Context: an optimization exercise on an open-source flow, tuned for small area, a short achievable clock period and few clock cycles. The choices shown serve that exercise and are no tape-out recipe.
The RTL was checked by simulation tests, not by an equivalence proof against the original design.
Power is estimated from default activity; no workload was simulated.

### run.sh
#!/bin/bash
# synth_recipe.tcl (not shown) runs the flow's synth.tcl, then flattens the netlist and writes it again
# the make line also repeats each setting of config.mk as NAME=value (left out here)
make -C /OpenROAD-flow-scripts/flow DESIGN_CONFIG=/design/flow/config.mk WORK_HOME=/design/flow/orfs CLKGATE_MAP_FILE= SYNTH_SCRIPT=/design/flow/synth_recipe.tcl finish
### config.mk
export PLATFORM = sky130hd
export DESIGN_NAME = angle_step
export DESIGN_NICKNAME = angle_step
export VERILOG_FILES = /design/flow/design.v
export SDC_FILE = /design/flow/constraint.sdc
export NUM_CORES = 4
export LEC_CHECK = 0
export CAP_MARGIN = 20
export CORE_MARGIN = 2
export CORE_UTILIZATION = 40
export PLACE_DENSITY = 0.6
export SLEW_MARGIN = 20
### constraint.sdc
create_clock -name core_clock -period 14.0 [get_ports {clk}]
set_input_delay 2.8000 -clock core_clock [delete_from_list [all_inputs] [get_ports {clk}]]
set_output_delay 2.8000 -clock core_clock [all_outputs]
set_load 0.01 [all_outputs]
### design.v
module angle_step (
    input  wire        clk,
    input  wire        rst,         
    input  wire        cfg_we,
    input  wire [4:0]  cfg_k,
    input  wire        s_valid,
    output wire        s_ready,
    input  wire [63:0] s_time,      
    input  wire [63:0] s_pos,       
    output wire        r_valid,
    input  wire        r_ready,
    output wire [31:0] r_angle,     
    output wire [63:0] r_time,      
    output wire [31:0] late_cnt,
    output wire [31:0] ovs_cnt,
    output wire        idle
);
    localparam [63:0] LATE_TICKS = 64'd24_000_000;   
    localparam [63:0] MIN_GAP    = 64'd12_000;       
    localparam [1:0] S_IDLE = 2'd0,
                     S_LOOP = 2'd1,
                     S_FIN  = 2'd2,
                     S_RUN  = 2'd3;
    reg [1:0]   state;
    reg [4:0]   k;
    reg         have_prev;
    reg         hw_valid;
    reg         last_valid;
    reg         out_v;
    reg         lead;               
    reg [5:0]   cnt;                
    reg [63:0]  t_b, p_b;           
    reg [63:0]  hs;                 
    reg [63:0]  dq;                 
    reg [63:0]  x;                  
    reg [63:0]  d;                  
    reg [63:0]  qb;
    reg [63:0]  ra, rb;
    reg [63:0]  tc;                 
    reg [63:0]  last_tc;            
    reg [31:0]  ang;
    reg [31:0]  late_r, ovs_r;
    wire [4:0]  sh   = 5'd0 - k;                        
    wire [63:0] unit = 64'd1 << sh;                     
    wire [63:0] lo   = unit - 64'd1;                    
    wire [63:0] pa_al = p_b & ~lo;
    wire [63:0] pb_al = p_b & ~lo;
    wire        use_n = hw_valid && ($signed(hs) > $signed(p_b));
    wire [63:0] base  = use_n ? hs : pa_al;
    wire        act   = $signed(base) < $signed(s_pos & ~lo);
    wire [63:0] inc_in = (state == S_IDLE) ? base : hs;
    wire [63:0] inc_o  = ((inc_in | lo) + 64'd1) & ~lo;   
    wire [64:0] dtw    = {1'b0, s_time} - {1'b0, t_b};
    wire        later  = !dtw[64] && (dtw[63:0] != 64'd0);
    assign s_ready = (state == S_IDLE) && !cfg_we;
    wire accept = s_valid && s_ready;
    wire        b    = dq[63];
    wire [66:0] bx   = b ? {3'b0, x} : 67'd0;
    wire [66:0] bu   = b ? {3'b0, unit} : 67'd0;
    wire [66:0] ua   = {2'b0, ra, 1'b0} + bx;
    wire [66:0] ua1  = {2'b0, ra, 1'b0} + bx - {3'b0, d};
    wire [66:0] ua2  = {2'b0, ra, 1'b0} + bx - {2'b0, d, 1'b0};
    wire [66:0] ub   = {2'b0, rb, 1'b0} + bu;
    wire [66:0] ub1  = {2'b0, rb, 1'b0} + bu - {3'b0, d};
    wire [66:0] ub2  = {2'b0, rb, 1'b0} + bu - {2'b0, d, 1'b0};
    wire        ca2  = !ua2[66], ca1 = !ua1[66];
    wire        cb2  = !ub2[66], cb1 = !ub1[66];
    wire        ca_lo = ca1 && !ca2, cb_lo = cb1 && !cb2;
    wire [62:0] dq_hi = dq[62:0] + {62'd0, ca2};
    wire [63:0] qb_hi = qb + {63'd0, cb2};
    wire        skip16 = lead && (dq[63:48] == 16'd0);
    wire        skip4  = lead && (dq[63:60] == 4'd0);
    wire        fin  = (state == S_FIN);
    wire [63:0] yadd = fin ? {1'b0, d[63:1]} : rb;
    wire [63:0] zadd = fin ? dq : qb;
    wire [64:0] ur   = {1'b0, ra} + {1'b0, yadd};
    wire [64:0] ur1  = {1'b0, ra} + {1'b0, yadd} - {1'b0, d};
    wire        cr   = !ur1[64];
    wire [63:0] tc_n = tc + zadd + {63'd0, cr};
    wire        last_st = (hs == pb_al);
    wire        is_late = (t_b - tc) > LATE_TICKS;
    wire        is_ovs  = last_valid && ((tc - last_tc) < MIN_GAP);
    wire        can_go  = !out_v || r_ready;
    wire        cnt_up  = can_go && (state == S_RUN) && (is_late || is_ovs);
    wire [31:0] cnt_in  = is_late ? late_r : ovs_r;
    wire [31:0] cnt_inc = cnt_in + 32'd1;
    wire        cnt_sat = (cnt_in == 32'hFFFF_FFFF);
    assign idle     = (state == S_IDLE) && !out_v;
    assign r_valid  = out_v;
    assign r_angle  = ang;
    assign r_time   = last_tc;
    assign late_cnt = late_r;
    assign ovs_cnt  = ovs_r;
    always @(posedge clk) begin
        if (rst) begin
            state      <= S_IDLE;
            k          <= 5'd10;
            have_prev  <= 1'b0;
            hw_valid   <= 1'b0;
            last_valid <= 1'b0;
            out_v      <= 1'b0;
            late_r     <= 32'd0;
            ovs_r      <= 32'd0;
        end else begin
            if (out_v && r_ready)
                out_v <= 1'b0;
            if (cnt_up && !cnt_sat) begin
                if (is_late)
                    late_r <= cnt_inc;
                else
                    ovs_r  <= cnt_inc;
            end
            case (state)
            S_IDLE: begin
                if (cfg_we) begin
                    if (cfg_k >= 5'd6 && cfg_k <= 5'd16)
                        k <= cfg_k;
                    hw_valid   <= 1'b0;
                    last_valid <= 1'b0;
                end else if (accept) begin
                    if (!have_prev || later) begin
                        have_prev <= 1'b1;
                        t_b       <= s_time;
                        p_b       <= s_pos;
                    end
                    if (have_prev && later && act) begin
                        dq       <= dtw[63:0];
                        d        <= s_pos - p_b;
                        x        <= inc_o - p_b;
                        tc       <= t_b;
                        hs       <= inc_o;
                        hw_valid <= 1'b1;
                        ra       <= 64'd0;
                        rb       <= 64'd0;
                        qb       <= 64'd0;
                        cnt      <= 6'd0;
                        lead     <= 1'b1;
                        state    <= S_LOOP;
                    end
                end
            end
            S_LOOP: begin
                if (skip16) begin
                    dq  <= {dq[47:0], 16'd0};
                    cnt <= cnt + 6'd16;
                end else if (skip4) begin
                    dq  <= {dq[59:0], 4'd0};
                    cnt <= cnt + 6'd4;
                end else begin
                    ra  <= ca2 ? ua2[63:0] : ca1 ? ua1[63:0] : ua[63:0];
                    rb  <= cb2 ? ub2[63:0] : cb1 ? ub1[63:0] : ub[63:0];
                    dq  <= {dq_hi, ca_lo};
                    qb  <= {qb_hi[62:0], cb_lo};
                    if (b)
                        lead <= 1'b0;
                    cnt <= cnt + 6'd1;
                    if (cnt == 6'd63)
                        state <= S_FIN;
                end
            end
            S_FIN: begin
                ra    <= cr ? ur1[63:0] : ur[63:0];
                tc    <= tc_n;
                state <= S_RUN;
            end
            S_RUN: begin
                if (can_go) begin
                    if (!is_late && !is_ovs) begin
                        out_v      <= 1'b1;
                        last_valid <= 1'b1;
                        last_tc    <= tc;
                        ang        <= hs[31:0];
                    end
                    ra <= cr ? ur1[63:0] : ur[63:0];
                    tc <= tc_n;
                    if (last_st)
                        state <= S_IDLE;
                    else
                        hs <= inc_o;
                end
            end
            endcase
        end
    end
endmodule
==> results.sh <==
export IMPL_p_seq_share_pct=37.9
export IMPL_status="timing/DRC/antenna clean"
export IMPL_grt_max_degree=125
export IMPL_h_tree_depth=3
export IMPL_crit_end="tc[60]"
export IMPL_num_vias=91033
export IMPL_fin_skew_ps=87.7
export IMPL_p_leak_nw=42.4
export IMPL_slew_headroom_pct=14.0
export IMPL_finalHoldViolations=0
export IMPL_gp_congestion=1.01
export IMPL_cp_slowest_stage_delay_ps=810
export IMPL_whs_path_depth=2
export IMPL_start_util_pct=40.3
export IMPL_die_h_um=486
export IMPL_cp_start_kind="flop"
export IMPL_hold_path_class="flop to flop"
export IMPL_fmax_mhz=74.8
export IMPL_p_comb_share_pct=19.7
export IMPL_synth_top_area_share_pct=24.0
export IMPL_post_route_min_period_ps=13360
export IMPL_synth_compound_area_share_pct=25.7
export IMPL_startpoint="state[0]"
export IMPL_path_class="flop to flop"
export IMPL_clock_sinks=818
export IMPL_drc=0
export IMPL_setup_viol=0
export IMPL_arrival_ps=13920
export IMPL_grt_overflow_total=0
export IMPL_antenna_found_initial=33
export IMPL_cpMostUsedCell="a21oi_1"
export IMPL_avgSynthCellArea_um2=8.21
export IMPL_cp_end_kind="flop"
export IMPL_slowest_stage="a211oi_1"
export IMPL_grt_pass1_vias=84043
export IMPL_p_int_mw=4.97
export IMPL_finalWorstSetupSlack_ps=636
export IMPL_swShare_pct=31.3
export IMPL_clockRootBuffer="clkbuf_16"
export IMPL_portBuffers=300
export IMPL_power_frac_clock_pct=42.3
export IMPL_hold_buffers=0
export IMPL_synth_cells=11309
export IMPL_yosys_most_used_dff="edfxtp_1"
export IMPL_syn_area_um2=92800
export IMPL_grtUsageTotal_pct=31.8
export IMPL_yosysUniqueCellTypes=124
export IMPL_yosys_area_share_simple_pct=18.5
export IMPL_clk_latency_ps=820
export IMPL_drtAntennaViolNets=0
export IMPL_cts_made_buffers=107
export IMPL_async_reset_ff_share_pct=0
export IMPL_timing_rr_end="tc[60]"
export IMPL_wl_per_cell_um=26.8
export IMPL_crit_required_ps=14560
export IMPL_dieArea_um2=236000
export IMPL_p_sw_mw=2.27
export IMPL_cts_tree="yes"
export IMPL_firstDrtPassIters=8
export IMPL_grt_first_pass_wirelength_um=568000
export IMPL_cp_max_fo=45
export IMPL_area_growth_pct=11.1
export IMPL_synth_edff_count=743
export IMPL_maxCapViolCount=0
export IMPL_worstReg2RegStart="state[0]"
export IMPL_final_cell_area_um2=103000
export IMPL_drive_gt1_share_pct=5.25
export IMPL_die_x_um=486
export IMPL_ys_seq_area_share_pct=25.6
export IMPL_powerDensity_nw_per_um2=70.1
export IMPL_synth_area_top_cells="edfxtp_1 24%, ha_1 13%, a21oi_1 6.0%, xnor2_1 5.4%, a21o_1 4.2%"
export IMPL_post_cts_buffers=0
export IMPL_synthMuxAreaShare_pct=2.96
export IMPL_ff2ff_setup_slack_ps=640
export IMPL_ctsResizeCount=0
export IMPL_routed_via_density=6.24
export IMPL_core_area_um2=230000
export IMPL_worstMarginPinSlew_ps=1290
export IMPL_fp_row_count=176
export IMPL_dp_slack_ps=1120
export IMPL_fin_nets=12601
export IMPL_post_dp_cell_area_um2=99300
export IMPL_synth_xor_area_share_pct=9.33
export IMPL_synth_nets=12459
export IMPL_post_place_cells=14368
export IMPL_synth_top_family_by_area="compound AO/OA/AOI/OAI gates"
export IMPL_report_final_slew_viol_count=0
export IMPL_synth_seq_cells=818
export IMPL_layout_worst_path_cycle_share_pct=95.5
export IMPL_drt_first_iter_violations=9833
export IMPL_hpwl_um=317000
export IMPL_cts_path_max_buffers=3
export IMPL_ys_warn_count=1
export IMPL_peakVddDrop_uv=97.1
export IMPL_instances_no_fill=14591
export IMPL_reg2reg_depth=47
export IMPL_synth_largest_area_cell="edfxtp_1"
export IMPL_ios=301
export IMPL_synth_fa_ha_area_share_pct=13.8
export IMPL_clk_pin_slew_ps=60
export IMPL_rsz0062_at_grt="false"
export IMPL_routed_wl_um=392000
[layout make-up]
class                           count  area, um^2
Antenna cell                       21        52.6
Clock buffer                      119        2720
Clock inverter                     83        1050
Fill cell                       22936      127000
Inverter                          610        2290
Multi-Input combinational cell   9488       65400
Sequential cell                   818       23800
Tap cell                         3026        3790
Timing Repair Buffer              426        4020
[state kept, by name (all words and copies together) (netlist names), 64 cells and up]
register	count
d	64
dq	64
hs	64
last_tc	64
p_b	64
qb	64
ra	64
rb	64
t_b	64
tc	64
x	64
[metal layers]
metal	share of wire [%]	global-route usage (%)
met1	44	44.4
met4	4.7	13.5
met5	0.020	0
met2	43	48.4
met3	8.0	5.15
[synthesized netlist by cell type (121+ instances only)]
master	count
xnor2_1	569
a21o_1	516
inv_1	606
ha_1	998
xor2_1	420
nor3_1	198
and3_1	143
clkbuf_1	312
o21ai_0	724
edfxtp_1	743
and2_1	155
nand2_1	1010
a211oi_1	182
nand4_1	190
nand2b_1	143
a21oi_1	1109
o21a_1	143
nor2b_1	144
nand3_1	316
o21bai_1	121
mux2_2	147
nor2_1	883
[cells by family after synthesis]
| kind of cell | after synthesis |
|---|---|
| AO/OA/AOI/OAI | 3704 |
| XOR/XNOR | 989 |
| adder cells (fa/ha/maj) | 1012 |
| buffers and inverters | 1003 |
| flip-flops | 818 |
| multiplexers | 256 |
| AND/OR/NAND/NOR | 3527 |
[layout by cell type, fill, tap and decap left out, drive strengths merged, types with 105 or more instances in the layout]
| cell type | netlist | final |
|---|---|---|
| nand3 | 318 | 318 |
| mux2 | 151 | 151 |
| a31oi | 109 | 109 |
| nor2 | 884 | 884 |
| nand2b | 143 | 143 |
| a211oi | 185 | 185 |
| inv | 608 | 615 |
| ha | 998 | 998 |
| buf | 79 | 127 |
| nor2b | 144 | 144 |
| edfxtp | 743 | 743 |
| a21oi | 1113 | 1113 |
| nand2 | 1011 | 1011 |
| clkbuf | 314 | 119 |
| xor2 | 420 | 420 |
| nand4 | 194 | 194 |
| o21a | 144 | 144 |
| clkdlybuf4s50 | 0 | 299 |
| o21bai | 121 | 121 |
| mux2i | 105 | 105 |
| and2 | 157 | 157 |
| o21ai | 754 | 754 |
| xnor2 | 569 | 569 |
| nor3 | 203 | 203 |
| a21o | 516 | 516 |
| and3 | 143 | 143 |
[power groups by stage]
stage | Combinational (mW) | Sequential [mW] | Clock, mW
3_3_place_gp | 1.37 | 2.80 | 0
5_1_grt | 1.54 | 2.75 | 3.19
2_1_floorplan | 0.931 | 2.78 | 0
6_report | 1.43 | 2.74 | 3.06
4_1_cts | 1.40 | 2.74 | 3.10
3_5_place_dp | 1.39 | 2.80 | 0
[through the flow]
step                setup TNS (ps)  power, mW  hold slack [ps]  util (%)
floorplan                   -83760       3.71              437         -
global placement                 0       4.17              449      43.1
detailed placement               0       4.18              461      43.1
CTS                              0       7.25              470      44.8
global route                     0       7.48              511      44.8
finish                           0       7.23              470      44.8
[worst min-delay path by stage]
stage	slack (ps)	from	to
after floorplan	440	hw_valid	hw_valid
after global placement	450	hw_valid	hw_valid
after detailed placement	460	hw_valid	hw_valid
after CTS	470	hw_valid	hw_valid
after global routing	510	hw_valid	hw_valid
final	470	hw_valid	hw_valid
[worst max-delay path, delay by kind of cell (launching register included)]
family | cells | cell delay, ps
buf+inv | 3 | 400
fa+ha+maj | 5 | 2170
mux | 1 | 420
xor+xnor | 3 | 560
compound gates | 28 | 7770
flops | 1 | 350
simple gates | 7 | 1340
Testbench counts, summed over its fixed seeds: cycles 108,193.

static timing again, ports no longer ideal:
How much do the figures lean on ideal ports? The routed layout below was timed once more, with nothing changed but the port constraints.
Step 1, drivers: a clkbuf_16 drives clk and a buf_2 each remaining input, both assumed.
Step 2, shift: input delay + t, output delay - t, t = (earliest + latest rising clock arrival at the registers) / 2. This alone moves slack from input paths to output paths.
Slacks: no drivers / after step 1 / after step 2; pairs: no drivers / after step 1.
t, ns: 0.872
setup WS [ns]: 0.636 / 0.636 / 0.636
hold WS [ns]: 0.470 / 0.470 / 0.470
worst setup path at the end: register to register
pins driven straight from the clock port: 1
After both steps this run still meets setup and hold. For this run, drivers alone change the setup slack by 0.000 ns; drivers and shift together by 0.000 ns.
